This is an optimization exercise on Yosys and OpenROAD, whose aim is small area, a short achievable clock period and few clock cycles per item, not a production implementation. In this exercise RTL edits were held to simulation tests only and were not proved equivalent to the original.

[flow/config.mk]
export PLATFORM = sky130hd
export DESIGN_NAME = cvu_unit
export DESIGN_NICKNAME = cvu_unit
export VERILOG_FILES = /design/flow/design.v
export SDC_FILE = /design/flow/constraint.sdc
export NUM_CORES = 4
export LEC_CHECK = 0
export CAP_MARGIN = 20
export CORE_MARGIN = 2
export CORE_UTILIZATION = 25
export SLEW_MARGIN = 20
[flow/constraint.sdc]
create_clock -name core_clock -period 54.0 [get_ports {clk}]
set_input_delay 10.8000 -clock core_clock [delete_from_list [all_inputs] [get_ports {clk}]]
set_output_delay 10.8000 -clock core_clock [all_outputs]
set_load 0.01 [all_outputs]
[flow/design.v]
module cvu_unit (
    input             clk,
    input             rst,
    input             cfg_valid,
    input      [2:0]  cfg_preset,
    input      [6:0]  cfg_width,
    input             cfg_refin,
    input             cfg_refout,
    input             cfg_sym10,
    input      [63:0] cfg_poly,
    input      [63:0] cfg_init,
    input      [63:0] cfg_xor,
    input             in_valid,
    output            in_ready,
    input      [63:0] in_data,
    input      [3:0]  in_count,
    input             in_last,
    output reg        res_valid,
    output reg [63:0] res_data
);
    integer i, j, k;
    reg  [63:0] d_q;
    reg  [3:0]  c_q;
    reg         l_q, v_q, rdy_q;
    reg         in_ready_r;
    reg  [2:0]  p_q;
    reg  [6:0]  w_q;
    reg         ri_q, ro_q, s10_q;
    reg         cv_q;
    assign in_ready = in_ready_r;
    reg  [63:0] G;       
    reg  [63:0] I;       
    reg  [63:0] H;       
    reg  [63:0] X;       
    reg  [6:0]  W;       
    reg         refin, refout, sym10;
    reg         cs2, cs3, cs4, cs5;    
    reg  [63:0] run;     
    reg         in_span;
    reg         res_pend;
    reg  [6:0]  e_w;
    reg         e_ri, e_ro, e_s10;
    reg  [63:0] e_x, e_g, e_i, e_h;
    always @* begin
        e_w = (w_q == 7'd0) ? 7'd1 : (w_q > 7'd64) ? 7'd64 : w_q;
        e_ri = ri_q; e_ro = ro_q; e_s10 = s10_q;
        e_x = H;
        e_g = 64'h0; e_i = 64'h0; e_h = 64'h0;
        case (p_q)
            3'd0: ;
            3'd1: begin
                e_w = 7'd32; e_ri = 1'b1; e_ro = 1'b1; e_s10 = 1'b0;
                e_x = 64'h00000000FFFFFFFF;
                e_g = 64'h04C11DB700000000; e_i = 64'hFFFFFFFF00000000;
                e_h = 64'hB4E5B025F7011641;
            end
            3'd2: begin
                e_w = 7'd32; e_ri = 1'b0; e_ro = 1'b0; e_s10 = 1'b0;
                e_x = 64'h0;
                e_g = 64'h04C11DB700000000; e_i = 64'hFFFFFFFF00000000;
                e_h = 64'hB4E5B025F7011641;
            end
            3'd3: begin
                e_w = 7'd18; e_ri = 1'b1; e_ro = 1'b1; e_s10 = 1'b1;
                e_x = 64'h0;
                e_g = 64'h000C400000000000; e_i = 64'h0;
                e_h = 64'h0156579014046001;
            end
            3'd4: begin
                e_w = 7'd64; e_ri = 1'b0; e_ro = 1'b0; e_s10 = 1'b0;
                e_x = 64'h0;
                e_g = 64'h42F0E1EBA9EA3693; e_i = 64'h0;
                e_h = 64'h9C3E466C172963D5;
            end
            default: begin
                e_w = 7'd64; e_ri = 1'b0; e_ro = 1'b0; e_s10 = 1'b0;
                e_x = {64{1'b1}};
                e_g = 64'h42F0E1EBA9EA3693; e_i = {64{1'b1}};
                e_h = 64'h9C3E466C172963D5;
            end
        endcase
    end
    wire        preset_q = (p_q != 3'd0);
    wire [63:0] e_mask = {64{1'b1}} >> (7'd64 - e_w);
    wire [63:0] mask   = {64{1'b1}} >> (7'd64 - W);
    wire        cfg_rot = cs2 | cs3;
    wire [63:0] rot_in  = cs2 ? (G & mask) : cs3 ? (I & mask) : run;
    wire [5:0]  rot_amt = cfg_rot ? (6'd0 - W[5:0]) : W[5:0];
    reg  [63:0] rot_out;
    always @* begin
        rot_out = rot_in;
        if (rot_amt[0]) rot_out = {rot_out[62:0], rot_out[63]};
        if (rot_amt[1]) rot_out = {rot_out[61:0], rot_out[63:62]};
        if (rot_amt[2]) rot_out = {rot_out[59:0], rot_out[63:60]};
        if (rot_amt[3]) rot_out = {rot_out[55:0], rot_out[63:56]};
        if (rot_amt[4]) rot_out = {rot_out[47:0], rot_out[63:48]};
        if (rot_amt[5]) rot_out = {rot_out[31:0], rot_out[63:32]};
    end
    reg  [63:0] run_rev;
    always @* for (i = 0; i < 64; i = i + 1) run_rev[i] = run[63 - i];
    wire        beat = v_q & rdy_q;
    wire [3:0]  kc   = sym10 ? ((c_q > 4'd6) ? 4'd6 : c_q) : ((c_q > 4'd8) ? 4'd8 : c_q);
    wire [3:0]  kk   = beat ? kc : (cs3 | cs4 | cs5) ? 4'd8 : 4'd0;
    wire        full = kk[3];
    wire [6:0]  nb   = full ? 7'd64 : (sym10 ? {kk[2:0], 3'b000} + {2'b00, kk[2:0], 1'b0}
                                             : {1'b0, kk[2:0], 3'b000});
    reg  [63:0] dtop;
    always @* begin
        for (j = 0; j < 64; j = j + 1) begin
            if (refin)
                dtop[63 - j] = d_q[j];
            else if (sym10)
                dtop[63 - j] = (j < 60) ? d_q[(j / 10) * 10 + 9 - (j % 10)] : 1'b0;
            else
                dtop[63 - j] = d_q[(j / 8) * 8 + 7 - (j % 8)];
        end
    end
    reg  [63:0] tmask, lmask;
    always @* begin
        for (j = 0; j < 64; j = j + 1) begin
            tmask[63 - j] = beat & (j < nb);
            lmask[j]      = (j < nb);
        end
    end
    wire        first = beat & ~in_span;
    wire [63:0] reff  = first ? I : run;
    wire [63:0] V     = reff ^ (dtop & tmask);
    wire [63:0] r1 = ~kk[0] ? V  : sym10 ? {V[53:0],  V[63:54]}  : {V[55:0],  V[63:56]};
    wire [63:0] r2 = ~kk[1] ? r1 : sym10 ? {r1[43:0], r1[63:44]} : {r1[47:0], r1[63:48]};
    wire [63:0] U  = ~kk[2] ? r2 : sym10 ? {r2[23:0], r2[63:24]} : {r2[31:0], r2[63:32]};
    wire [63:0] u   = U & lmask;
    wire [63:0] low = U & ~lmask;
    reg  [63:0] t;
    always @* begin
        for (j = 0; j < 64; j = j + 1) begin
            t[j] = 1'b0;
            for (i = 0; i <= j; i = i + 1)
                t[j] = t[j] ^ (H[j - i] & u[63 - i]);
        end
    end
    reg  [63:0] prod;
    always @* begin
        for (j = 0; j < 64; j = j + 1) begin
            prod[j] = 1'b0;
            for (i = 0; i <= j; i = i + 1)
                prod[j] = prod[j] ^ (t[63 - j + i] & G[i]);
        end
    end
    wire [63:0] rnext = low ^ prod;
    reg  [7:0]  seed;
    reg  [63:0] f_new, run_seed, run_n16, run_n32;
    always @* begin
        f_new[0] = 1'b1;
        for (j = 1; j < 64; j = j + 1) f_new[j] = rot_out[64 - j];
        seed[0] = 1'b1;
        for (j = 1; j < 8; j = j + 1) begin
            seed[j] = 1'b0;
            for (k = 1; k <= j; k = k + 1)
                seed[j] = seed[j] ^ (rot_out[64 - k] & seed[j - k]);
        end
        run_seed = 64'h0; run_n16 = 64'h0; run_n32 = 64'h0;
        for (j = 0; j < 8; j = j + 1)  run_seed[63 - 2 * j] = seed[j];
        for (j = 0; j < 16; j = j + 1) run_n16[63 - 2 * j]  = t[j];
        for (j = 0; j < 32; j = j + 1) run_n32[63 - 2 * j]  = t[j];
    end
    always @(posedge clk) begin
        d_q   <= in_data;
        c_q   <= in_count;
        l_q   <= in_last;
        v_q   <= in_valid;
        rdy_q <= in_ready_r;
        p_q   <= cfg_preset;
        w_q   <= cfg_width;
        ri_q  <= cfg_refin;
        ro_q  <= cfg_refout;
        s10_q <= cfg_sym10;
        if (cfg_valid) begin
            G <= cfg_poly;
            I <= cfg_init;
            H <= cfg_xor;
        end else if (cv_q & preset_q) begin
            G <= e_g;
            I <= e_i;
            H <= e_h;
        end else begin
            if (cs2) G <= rot_out;
            if (cs3) I <= rot_out;
            if (cs2) H <= f_new;
            if (cs5) H <= t;
        end
        if (cv_q) begin
            X      <= e_x & e_mask;
            W      <= e_w;
            refin  <= e_ri;
            refout <= e_ro;
            sym10  <= e_s10;
        end
        run <= cs2 ? run_seed : cs3 ? run_n16 : cs4 ? run_n32 : rnext;
        res_data <= (refout ? run_rev : rot_out) ^ X;
        if (rst) begin
            cv_q       <= 1'b0;
            cs2        <= 1'b0;
            cs3        <= 1'b0;
            cs4        <= 1'b0;
            cs5        <= 1'b0;
            in_ready_r <= 1'b1;
            in_span    <= 1'b0;
            res_pend   <= 1'b0;
            res_valid  <= 1'b0;
        end else begin
            cv_q      <= cfg_valid;
            cs2       <= cv_q & ~preset_q & ~cfg_valid;
            cs3       <= cs2 & ~cfg_valid;
            cs4       <= cs3 & ~cfg_valid;
            cs5       <= cs4 & ~cfg_valid;
            if (cfg_valid)
                in_ready_r <= (cfg_preset != 3'd0);
            else if (cs4)
                in_ready_r <= 1'b1;
            if (beat)
                in_span <= ~l_q;
            res_pend  <= beat & l_q;
            res_valid <= res_pend;
        end
    end
endmodule
[flow/run.sh]
#!/bin/bash
# synth_recipe.tcl (not shown) runs the flow's synth.tcl, then flattens the netlist and writes it again
# the make line also repeats each setting of config.mk as NAME=value (left out here)
make -C /OpenROAD-flow-scripts/flow DESIGN_CONFIG=/design/flow/config.mk WORK_HOME=/design/flow/orfs CLKGATE_MAP_FILE= SYNTH_SCRIPT=/design/flow/synth_recipe.tcl finish
==> impl_metrics.env <==
export IMPL_cts_sinks=487
export IMPL_cts_made_buffers=58
export IMPL_finalNetCount=13500
export IMPL_fp_coreArea_mm2=0.385
export IMPL_vias=112000
export IMPL_start_kind="input pin"
export IMPL_die_w_um=626
export IMPL_hold_viol=0
export IMPL_maxSlewViolCount=0
export IMPL_dieArea_mm2=0.392
export IMPL_drt_pass1_iter_count=14
export IMPL_critPathKind="in -> reg"
export IMPL_worstMarginPinSlew_ps=1330
export IMPL_status="complete, no violations"
export IMPL_htreeDepth=2
export IMPL_clk_transition_reported_paths_ps=70
export IMPL_numPortBuffers=343
export IMPL_drt_iter0_markers=21500
export IMPL_period_needed_ps=12910
export IMPL_holdCritPathClass="reg -> reg"
export IMPL_setup_tns_final_ps=0
export IMPL_synth_area_leader_cell="xnor2_1"
export IMPL_syn_area_mm2=0.0968
export IMPL_die_h_um=626
export IMPL_grt_max_degree=82
export IMPL_row_count=228
export IMPL_worstPathMaxFanout=72
export IMPL_io_pins=344
export IMPL_hold_buffers=0
export IMPL_synth_edff_count=266
export IMPL_wl_mm=705
export IMPL_top_usage_layer="met2"
export IMPL_grt_use_total=0.345
export IMPL_insertion_delay_ps=830
export IMPL_post_route_period_util=0.239
export IMPL_areaGrowthSynthToFinish_pct=12.6
export IMPL_viasPerCell=6.01
export IMPL_maxSlewHeadroom=0.0878
export IMPL_cts_tree="yes"
export IMPL_wl_per_cell_um=38.0
export IMPL_synth_common_cells="nand2_1 (4283), xnor2_1 (2538), xor2_1 (754)"
export IMPL_setup_slack_ps=41090
export IMPL_start_util=0.251
export IMPL_clockBufferDepth=3
export IMPL_drv_cap=0
export IMPL_yosysSeqAreaShare=0.128
export IMPL_synth_most_common_cell="nand2_1"
export IMPL_grt_use_met1=0.400
export IMPL_antenna_found_initial=104
export IMPL_postSynthAreaPerCell_um2=7.20
export IMPL_synth_warnings=1
export IMPL_grt_use_met2=0.483
export IMPL_drive_above_1_share=0.0809
export IMPL_fill_cells=42100
export IMPL_cts_resized=0
export IMPL_synth_flop_cell="edfxtp_1"
export IMPL_routabilityCongestion=1.08
export IMPL_netlist_area_leader_share=0.230
export IMPL_grt_setup_unrepaired="no"
export IMPL_cts_root_buffer="clkbuf_16"
export IMPL_yosysUniqueCellTypes=124
export IMPL_syn_inst=13400
export IMPL_endpoint_kind="register"
export IMPL_final_hold_worst_slack_ps=382
export IMPL_synthArstFlopShare=0
export IMPL_ys_seq_elements=487
export IMPL_required_ps=54410
export IMPL_worstPathArrival_ps=13320
export IMPL_hpwlAfterDp_mm=483
export IMPL_fmax_mhz=77.5
export IMPL_skew_ps=150
export IMPL_setup_viol_count_final=0
export IMPL_grt_pass1_vias=99300
export IMPL_dp_slack_ps=40460
export IMPL_drc=0
export IMPL_grt_pass1_wl_mm=927
export IMPL_synth_net_count=13700
export IMPL_grt_overflow=0
export IMPL_netlist_top_cells_area="xnor2_1 (23%), nand2_1 (17%), xnor3_1 (10%), edfxtp_1 (8.3%), xor2_1 (6.8%)"
export IMPL_use_met3=0.157
export IMPL_ant_nets=0
export IMPL_post_cts_buffers=0
[layer usage]
metal | part of all wire | vias up
li1 | - | 43400
met1 | 0.34 | 53300
met2 | 0.39 | 11200
met3 | 0.16 | 3518
met4 | 0.11 | 64
met5 | 0.0017 | -
[cell families (layout without fill, tap and decap cells)]
group,after synthesis,in the layout,synth area share
multiplexers,487,487,0.0527
AND/OR/NAND/NOR,5489,5489,0.230
flip-flops,487,487,0.128
buffers and inverters,1371,1195,0.0617
AO/OA/AOI/OAI,1857,1857,0.123
adder cells (fa/ha/maj),13,13,0.00168
XOR/XNOR,3742,3742,0.403
other,0,97,0
[through the flow]
step	utilization	instance area, um^2	instances
3_3_place_gp	0.276	106000	18300
6_report	0.283	109000	18500
2_1_floorplan	-	96800	13400
4_1_cts	0.281	108000	18400
5_1_grt	0.282	109000	18500
3_5_place_dp	0.276	106000	18300
[cell usage in the layout (no fill, tap or decap), types with 215 or more instances in the layout]
master / n
nand2_1: 4280
xnor2_1: 2523
xor2_1: 750
xnor3_1: 395
nor2_1: 513
clkdlybuf4s50_1: 342
buf_4: 584
a21oi_1: 562
o21ai_0: 432
dfxtp_1: 215
mux2i_1: 378
edfxtp_1: 266
[flip-flops by register name, indices dropped and copies added (netlist names), 3 cells and up]
name,flops
p_q,3
X,64
W,7
G,64
res_data,64
run,64
d_q,64
H,64
w_q,7
c_q,4
I,64
[layout make-up]
| type | count | area (um^2) | area share |
|---|---|---|---|
| clock buffer | 69 | 1620 | 0.0148 |
| inverter | 150 | 567 | 0.00520 |
| clock inverter | 41 | 493 | 0.00452 |
| tap | 5175 | 6470 | 0.0594 |
| antenna | 97 | 243 | 0.00223 |
| multi-input combinational | 11600 | 79200 | 0.727 |
| sequential | 487 | 12400 | 0.114 |
| timing repair buffer | 935 | 7930 | 0.0727 |
[path summary, 6_finish.rpt]
check	start	endpoint	slack, ps	cells past startpoint
max reg2reg	v_q	run[53]	41110	33
max	cfg_valid	H[49]	41090	6
min	in_ready_r	rdy_q	380	0
min reg2reg	in_ready_r	rdy_q	380	0
[critical path, stage by stage]
cell and delay (ps):
buf_6 250, buf_4 370, a31oi_1 750, nand2_1 650, a21oi_1 320, a21oi_1 70
Testbench counts, summed over its fixed seeds: cycles 21,575, beats 21,116.

==> afterwards: timing with drivers on the ports <==
The flow's constraints put no driver on any port. The routed layout listed below was extracted and timed again, unchanged, in two steps.
Step 1: set_driving_cell puts a clkbuf_16 on clk and a buf_2 on each other input, an assumption about the parent block.
Step 2 times the ports against the registers' clock, not the clock port: input delays grow and output delays shrink by t, the midpoint of the rising clock arrivals with the driver on.
a / b / c = no drivers / after step 1 / after step 2; a / b = the first two.
shift t [ns]: 0.854
setup WS [ns]: 41.094 / 41.107 / 40.306
worst setup path after step 2: input to register
After both steps this run still meets setup and hold. For this run, drivers alone change the setup slack by +0.013 ns; drivers and shift together by -0.788 ns.
